This design comes from an exercise in tuning for small area, a short achievable clock period and few clock cycles on the open sky130 flow, not from production work.
RTL that was checked went through simulation tests only; none was proved equivalent to the original.
Power and IR drop assume default switching activity.

== job 101 ==
==> flow/design.v (excerpt) <==
module red_reduce (
    input  wire        clk,
    input  wire        rst,         
    input  wire        in_valid,
    output reg         in_ready,
    input  wire        in_first,    
    input  wire        in_last,     
    input  wire [7:0]  op,
    input  wire [23:0] p0,
    input  wire [23:0] p1,
    input  wire [23:0] a,
    input  wire        a_ok,
    input  wire [23:0] b,
    input  wire        b_ok,
    output reg         out_valid,
    output wire [23:0] r0,
    output wire [23:0] r1,
    output reg         r_ok,
    output reg         nsat,
    output reg         asat
);
For scale: about 4,600 cells after synthesis, roughly 160 I/O pins, about 0.040 sq mm of cells after synthesis.
clock: 14.0 ns
lec_check: 0
cap_margin: 20
core_margin: 2
core_utilization: 40
slew_margin: 20
standard.sh (not shown) runs the stock make flow with config.mk's settings and CLKGATE_MAP_FILE= SYNTH_SCRIPT=/design/flow/synth_recipe.tcl, a recipe that flattens the netlist after the stock synthesis.
==> flow/flow/run.sh <==
#!/bin/bash
# Standard layout, with repair_timing aiming for extra setup slack so that the
# achieved period shrinks, and port buffers of an ordinary buffer cell; the
# constraints (SDC, clock period) are the design's.
set -euo pipefail
bash standard.sh "BUFFER_PORTS_ARGS=-buffer_cell sky130_fd_sc_hd__buf_2" SETUP_SLACK_MARGIN=9.5 finish > orfs_make.log 2>&1
Testbench counts of job 101, summed over its fixed seeds: cycles 42,289.
--- input diff job 101..job 102 ---
Settings: CAP_MARGIN: 20 -> 10; SLEW_MARGIN: 20 -> 10.
--- a/flow/flow/run.sh
+++ b/flow/flow/run.sh
@@ -4,3 +4,3 @@
 # constraints (SDC, clock period) are the design's.
 set -euo pipefail
-bash standard.sh "BUFFER_PORTS_ARGS=-buffer_cell sky130_fd_sc_hd__buf_2" SETUP_SLACK_MARGIN=9.5 finish > orfs_make.log 2>&1
+bash standard.sh "BUFFER_PORTS_ARGS=-buffer_cell sky130_fd_sc_hd__buf_2" SETUP_SLACK_MARGIN=9.75 finish > orfs_make.log 2>&1
==> notes.md <==
Relative to job 101, the total area of multi-input combinational cells of job 102 is higher by 0.82%. Comparing final cell count for job 101 and job 102, the smaller number came from job 101. Between job 101 and job 102, worst path arrival time is higher for job 102, job 101 comes in under that. Diff job 101 -> job 102 | net count reported at finish | up slightly. More vias were needed by job 102 than by job 101. In job 102, the total power draw came out 0.18 mW above the value in job 101. Re final critical delay including setup and external delays: job 102 is 220 ps down on job 101.
Here is what was changed in the inputs of job 103 compared with job 102.
Settings: changing SLEW_MARGIN from 10 to 20; changing CAP_MARGIN from 10 to 20.
--- a/flow/flow/run.sh
+++ b/flow/flow/run.sh
@@ -4,3 +4,3 @@
 # constraints (SDC, clock period) are the design's.
 set -euo pipefail
-bash standard.sh "BUFFER_PORTS_ARGS=-buffer_cell sky130_fd_sc_hd__buf_2" SETUP_SLACK_MARGIN=9.75 finish > orfs_make.log 2>&1
+bash standard.sh "BUFFER_PORTS_ARGS=-buffer_cell sky130_fd_sc_hd__buf_2" SETUP_SLACK_MARGIN=9 finish > orfs_make.log 2>&1
==> notes.md <==
Job 103 completed; timing, DRC and antenna clean. Final setup skew was higher in job 102 than in job 103. A startpoint of the worst setup timing path of bt1[3]$_DFF_P_ is what job 103 shows, while C[4]$_DFFE_PP_ belongs to job 102. Taking job 102 as the reference, in job 103 routed length on met1 went up by 440 microns, power drawn by the clock network went down by about 5%. Job 102 ended up with more cell instances than job 103 did. NOTE power density relative to cell area job 102->job 103 increased slightly. Delta (job 103 minus job 102): sum of routed wire length over all layers fell 3.9%; global routing usage summed across all routing layers fell 0.85 points; total of cells resized after clock tree synthesis fell 59. Job 103 against job 102: final critical-path setup slack -550 ps, clock network fraction of design power -0.7 points, tightest hold margin +19 ps.
### job 103 -> job 104
--- a/flow/flow/run.sh
+++ b/flow/flow/run.sh
@@ -4,3 +4,3 @@
 # constraints (SDC, clock period) are the design's.
 set -euo pipefail
-bash standard.sh "BUFFER_PORTS_ARGS=-buffer_cell sky130_fd_sc_hd__buf_2" SETUP_SLACK_MARGIN=9 finish > orfs_make.log 2>&1
+bash standard.sh "BUFFER_PORTS_ARGS=-buffer_cell sky130_fd_sc_hd__buf_2" SETUP_SLACK_MARGIN=9.75 finish > orfs_make.log 2>&1
Findings:
Job 104 vs job 103 — met3 capacity usage during global routing rose 0.78 points.
Job 103 → job 104: area growth from synthesis to layout grew by 3.1 points, fraction of final layout cells sized beyond drive strength 1 grew by 2.7 points.
Going from job 103 to job 104, instance count on the critical path increased by 9 relative to the old numbers; clock buffer count climbed about 7%.
C[4]$_DFFE_PP_ as the worst setup path startpoint was reported by job 104, and bt1[3]$_DFF_P_ by job 103.

---

Another version of the RTL of red_reduce (not shown whole).
Size: roughly 4600 cells after synthesis, ~500 flip-flops, roughly 41000 µm² of cells after synthesis.
==> flow/config.mk <==
export PLATFORM = sky130hd
export DESIGN_NAME = red_reduce
export DESIGN_NICKNAME = red_reduce
export VERILOG_FILES = /design/flow/design.v
export SDC_FILE = /design/flow/constraint.sdc
export NUM_CORES = 4
export LEC_CHECK = 0
export CAP_MARGIN = 20
export CORE_MARGIN = 2
export CORE_UTILIZATION = 40
export SLEW_MARGIN = 20
==> flow/constraint.sdc <==
create_clock -name core_clock -period 14.0 [get_ports {clk}]
set_input_delay 2.8000 -clock core_clock [delete_from_list [all_inputs] [get_ports {clk}]]
set_output_delay 2.8000 -clock core_clock [all_outputs]
set_load 0.01 [all_outputs]
==> flow/flow/run.sh <==
#!/bin/bash
# Standard layout, with repair_timing aiming for extra setup slack so that the
# achieved period shrinks, and port buffers of an ordinary buffer cell; the
# constraints (SDC, clock period) are the design's.
set -euo pipefail
bash standard.sh "BUFFER_PORTS_ARGS=-buffer_cell sky130_fd_sc_hd__buf_2" SETUP_SLACK_MARGIN=9.75 finish > orfs_make.log 2>&1
The first run finished clean.
==> next run, changes <==
--- a/flow/flow/run.sh
+++ b/flow/flow/run.sh
@@ -5,2 +5,2 @@
 set -euo pipefail
-bash standard.sh "BUFFER_PORTS_ARGS=-buffer_cell sky130_fd_sc_hd__buf_2" SETUP_SLACK_MARGIN=9.75 finish > orfs_make.log 2>&1
+bash standard.sh "BUFFER_PORTS_ARGS=-buffer_cell sky130_fd_sc_hd__buf_2" SETUP_SLACK_MARGIN=10 finish > orfs_make.log 2>&1
What happened:
- setup slack degrades by 28 ps
- fmax is lower by 0.66%
- cell count goes up by 1.1%
- total power rose by 1.9%
- global-route usage came out higher by 0.32 points
- sequential power is about the same
- critical path depth came out higher by 2
- routed wire length rises by 2.1%
- synthesized cell count stays the same
- final area increases by 3.0%
- register-to-register slack is worse by 30 ps
No run of this note included a check of the RTL's function; only the layout flow was run.

---

red_reduce, a different RTL version from the one above (not shown whole).
For scale: ~4700 cells after synthesis, about 470 flip-flops, about 160 I/O pins, about 41000 um^2 of cells after synthesis.
==> flow/config.mk <==
export PLATFORM = sky130hd
export DESIGN_NAME = red_reduce
export DESIGN_NICKNAME = red_reduce
export VERILOG_FILES = /design/flow/design.v
export SDC_FILE = /design/flow/constraint.sdc
export NUM_CORES = 4
export LEC_CHECK = 0
export CAP_MARGIN = 20
export CORE_MARGIN = 2
export CORE_UTILIZATION = 40
export CTS_CLUSTER_SIZE = 30
export SLEW_MARGIN = 20
==> flow/constraint.sdc <==
create_clock -name core_clock -period 14.0 [get_ports {clk}]
set_input_delay 2.8000 -clock core_clock [delete_from_list [all_inputs] [get_ports {clk}]]
set_output_delay 2.8000 -clock core_clock [all_outputs]
set_load 0.01 [all_outputs]
==> flow/flow/run.sh <==
#!/bin/bash
# Standard layout, with repair_timing aiming for extra setup slack so that the
# achieved period shrinks, and port buffers of an ordinary buffer cell; the
# constraints (SDC, clock period) are the design's.
set -euo pipefail
bash standard.sh "BUFFER_PORTS_ARGS=-buffer_cell sky130_fd_sc_hd__buf_2" SETUP_SLACK_MARGIN=9.75 finish > orfs_make.log 2>&1
The first run completed with no timing, DRC or antenna violations.
Testbench counts at the start, summed over its fixed seeds: cycles 42,289.
Edit:
--- a/flow/flow/run.sh
+++ b/flow/flow/run.sh
@@ -6 +6 @@
-bash standard.sh "BUFFER_PORTS_ARGS=-buffer_cell sky130_fd_sc_hd__buf_2" SETUP_SLACK_MARGIN=9.75 finish > orfs_make.log 2>&1
+bash standard.sh "BUFFER_PORTS_ARGS=-buffer_cell sky130_fd_sc_hd__buf_2" SETUP_SLACK_MARGIN=10 finish > orfs_make.log 2>&1
--- a/flow/config.mk
+++ b/flow/config.mk
@@ -11 +10,0 @@
-export CTS_CLUSTER_SIZE = 30
Effect: The changed run ran to the end with no violations; worst hold slack barely changes; count of clock-buffer cells in the layout increases by 2; final cell count increases by 1.5%; wire length increases by 2.8%; global-route usage increases by 0.30 points; sequential cell count does not change; total power hardly moves; via count increases by 1.4%; synthesized area stays the same; clock power decreases by about 4%; sequential share of layout area decreases by 0.67 points.
Edit:
--- a/flow/flow/run.sh
+++ b/flow/flow/run.sh
@@ -6 +6 @@
-bash standard.sh "BUFFER_PORTS_ARGS=-buffer_cell sky130_fd_sc_hd__buf_2" SETUP_SLACK_MARGIN=10 finish > orfs_make.log 2>&1
+bash standard.sh "BUFFER_PORTS_ARGS=-buffer_cell sky130_fd_sc_hd__buf_2" SETUP_SLACK_MARGIN=10.25 finish > orfs_make.log 2>&1
Effect: Wire length went up by 2.1%; non-clock buffer count rose by 89; cell area rises by 5.3%; die area stays the same; fmax is about the same; worst setup slack improves by 6.1 ps.
Edit:
--- a/flow/flow/run.sh
+++ b/flow/flow/run.sh
@@ -6 +6 @@
-bash standard.sh "BUFFER_PORTS_ARGS=-buffer_cell sky130_fd_sc_hd__buf_2" SETUP_SLACK_MARGIN=10.25 finish > orfs_make.log 2>&1
+bash standard.sh "BUFFER_PORTS_ARGS=-buffer_cell sky130_fd_sc_hd__buf_2" SETUP_SLACK_MARGIN=9.75 finish > orfs_make.log 2>&1
--- a/flow/config.mk
+++ b/flow/config.mk
@@ -10,0 +11 @@
+export CTS_BUF_LIST = sky130_fd_sc_hd__clkbuf_4 sky130_fd_sc_hd__clkbuf_8
After rerunning: Worst hold slack stays flat; global-route usage went down by 0.78 points; first-iteration DRC count is lower by roughly a tenth; maximum frequency goes down slightly; sequential cell count does not change.

[static timing again, ports no longer ideal]
No port has a modelled driver above. Below, the same layouts with a new extraction and two added sets of constraints.
Step 1 sets driving cells, clkbuf_16 on the clock port and buf_2 on the other inputs (assumed; they add their load-dependent delay and slew).
Step 2 times the ports against the registers' clock, not the clock port: input delays grow and output delays shrink by t, the midpoint of the rising clock arrivals with the driver on.
Three values: no drivers, after step 1, after step 2; two values: the first two.
| run | t (ns) | setup WS [ns] | slew at the worst register clock pin (ns) |
|---|---|---|---|
| job 101 | 0.688 | 9.531 / 9.466 / 9.137 | 0.07 / 0.07 |
| job 102 | 0.701 | 9.752 / 9.732 / 9.229 | 0.07 / 0.07 |
| job 103 | 0.681 | 9.205 / 9.205 / 9.138 | 0.07 / 0.07 |
| job 104 | 0.701 | 9.752 / 9.731 / 9.232 | 0.07 / 0.07 |
| the first run of note 2 | 0.711 | 9.832 / 9.832 / 9.219 | 0.07 / 0.07 |
| the second run of note 2 | 0.720 | 9.805 / 9.805 / 9.441 | 0.07 / 0.07 |
| the first run of note 3 | 0.709 | 9.779 / 9.710 / 9.337 | 0.07 / 0.07 |
| the second run of note 3 | 0.699 | 9.817 / 9.750 / 9.475 | 0.07 / 0.07 |
| the third run of note 3 | 0.701 | 9.823 / 9.752 / 9.685 | 0.06 / 0.06 |
| the fourth run of note 3 | 0.770 | 9.748 / 9.681 / 9.370 | 0.07 / 0.07 |
After both steps every run listed still meets setup and hold. For the first run of note 2, which loses most, drivers alone change the setup slack by 0.000 ns; drivers and shift together by -0.613 ns.
